From an optimization exercise on the open Yosys and OpenROAD flow, aimed at small area; shortcuts taken in it are not production practice.
In this exercise RTL edits were held to simulation tests only and were not proved equivalent to the original.
Power and IR drop assume default switching activity.

==> flow/design.v (excerpt) <==
module tim_servo (
    input  wire        clk,
    input  wire        rst,
    input  wire [1:0]  mode,         
    input  wire        step_en,
    input  wire [5:0]  kp,           
    input  wire [5:0]  ki,           
    input  wire [31:0] step_thr,     
    input  wire [31:0] clamp_ppb,    
    input  wire [15:0] lock_thr,     
    input  wire [7:0]  lock_n,       
    input  wire [31:0] bias,         
    input  wire        freeze,       
    input  wire        no_step,      
    input  wire        inc_wr,
    input  wire [63:0] inc_wdata,
    input  wire        step_wr,
    input  wire [63:0] step_wdata,
    input  wire        sample_valid,
    input  wire [63:0] sample_off,
    output wire [31:0] tim_ns,
    output wire [31:0] tim_wrap,
    output wire [63:0] tim_inc,
    output wire        clamped,
    output wire        locked,
    output wire        evt_wrap,
    output wire        evt_step,
    output wire [31:0] step_count,
    output wire [31:0] step_rej,
    output wire [31:0] sample_count,
    output wire [31:0] last_step
);
For scale: ~460 flip-flops, ~590 I/O pins.
clock: 20.0 ns
lec_check: 0
abc_area: 1
cap_margin: 20
core_margin: 2
core_utilization: 65
slew_margin: 20
standard.sh (not shown) runs the stock make flow with config.mk's settings and CLKGATE_MAP_FILE= SYNTH_SCRIPT=/design/flow/synth_recipe.tcl, a recipe that flattens the netlist after the stock synthesis.
==> flow/flow/run.sh <==
#!/bin/bash
set -euo pipefail
bash standard.sh "BUFFER_PORTS_ARGS=-buffer_cell sky130_fd_sc_hd__buf_1" finish > make_finish.log 2>&1
Rerun with:
Settings changed: CTS_CLUSTER_DIAMETER from default to 60, CTS_CLUSTER_SIZE from default to 24.
After rerunning: Synthesized cell count stays the same; critical path depth is unchanged; via count is about the same; utilization shrinks by 0.55 points; global-route usage drops by 0.17 points; combinational power hardly moves.

* * *

Setup of rev 12:
tim_servo, a different RTL version from the one above (not shown whole).
Size in the first run: about 3,600 cells after synthesis, about 0.032 mm^2 of cells after synthesis.
Design tim_servo, start of the top module:
module tim_servo (
    input  wire        clk,
    input  wire        rst,
    input  wire [1:0]  mode,         
    input  wire        step_en,
    input  wire [5:0]  kp,           
    input  wire [5:0]  ki,           
    input  wire [31:0] step_thr,     
    input  wire [31:0] clamp_ppb,    
    input  wire [15:0] lock_thr,     
    input  wire [7:0]  lock_n,       
    input  wire [31:0] bias,         
    input  wire        freeze,       
    input  wire        no_step,      
    input  wire        inc_wr,
    input  wire [63:0] inc_wdata,
    input  wire        step_wr,
    input  wire [63:0] step_wdata,
    input  wire        sample_valid,
    input  wire [63:0] sample_off,
    output wire [31:0] tim_ns,
    output wire [31:0] tim_wrap,
    output wire [63:0] tim_inc,
    output wire        clamped,
    output wire        locked,
    output wire        evt_wrap,
    output wire        evt_step,
    output wire [31:0] step_count,
    output wire [31:0] step_rej,
    output wire [31:0] sample_count,
    output wire [31:0] last_step
);
clock: 20.0 ns
lec_check: 0
cap_margin: 20
core_margin: 2
core_utilization: 75
cts_buf_list: sky130_fd_sc_hd__clkbuf_4 sky130_fd_sc_hd__clkbuf_8
slew_margin: 20
Scripts as last shown in full above: flow/flow/run.sh
Rev 12 was carried through to the last stage, and its layout satisfied the timing, design-rule and antenna checks.
Input changes introduced in rev 13 (baseline for comparison: rev 12):
# rev 12
export LEC_CHECK = 0
export CAP_MARGIN = 20
export CORE_MARGIN = 2
export CORE_UTILIZATION = 75
export CTS_BUF_LIST = sky130_fd_sc_hd__clkbuf_4 sky130_fd_sc_hd__clkbuf_8
export SLEW_MARGIN = 20
create_clock -name core_clock -period 20.0 [get_ports {clk}]
# rev 13
export LEC_CHECK = 0
export CAP_MARGIN = 20
export CORE_MARGIN = 2
export CORE_UTILIZATION = 65
export SLEW_MARGIN = 20
create_clock -name core_clock -period 20.0 [get_ports {clk}]
- Rev 13 closes out successfully: all stages finished, all timing, DRC and antenna checks passed.
- Die size: rev 13 exceeds rev 12
- Relative to rev 12, area growth from synthesis to layout increased by 0.51 points in rev 13.
- Any difference in multi-input combinational cell area between rev 12 and rev 13 is small enough to ignore.
- When rev 13 is set beside rev 12, its detailed-router iteration count before antenna repair turns out to be 1 smaller.
- Utilization of the core after routing: higher on rev 12

-- re-timing with driven ports --
Ports are ideal in the flow. The routed layouts listed here were re-timed in OpenROAD. Step 1: set_driving_cell puts a clkbuf_16 on clk and a buf_2 on each other input, an assumption about the parent block. Step 2 moves the port delays by t, midway between the first and last clock arrival at a register: inputs arrive t later, outputs are due t later. That takes back most of the time a late clock gives input paths. a / b / c = no drivers / after step 1 / after step 2; a / b = the first two.
| run | t, ns | setup WS [ns] | worst data-port slew with drivers (ns) | pins driven straight from the clock port |
|---|---|---|---|---|
| the first run of note 1 | 0.655 | 1.850 / 1.850 / 1.850 | 0.10 | 1 |
| the second run of note 1 | 0.639 | 1.826 / 1.826 / 1.826 | 0.10 | 1 |
| rev 12 | 0.726 | 1.924 / 1.924 / 1.924 | 0.14 | 1 |
| rev 13 | 0.660 | 1.959 / 1.959 / 1.959 | 0.12 | 1 |
After both steps setup and hold are still met in every run listed.
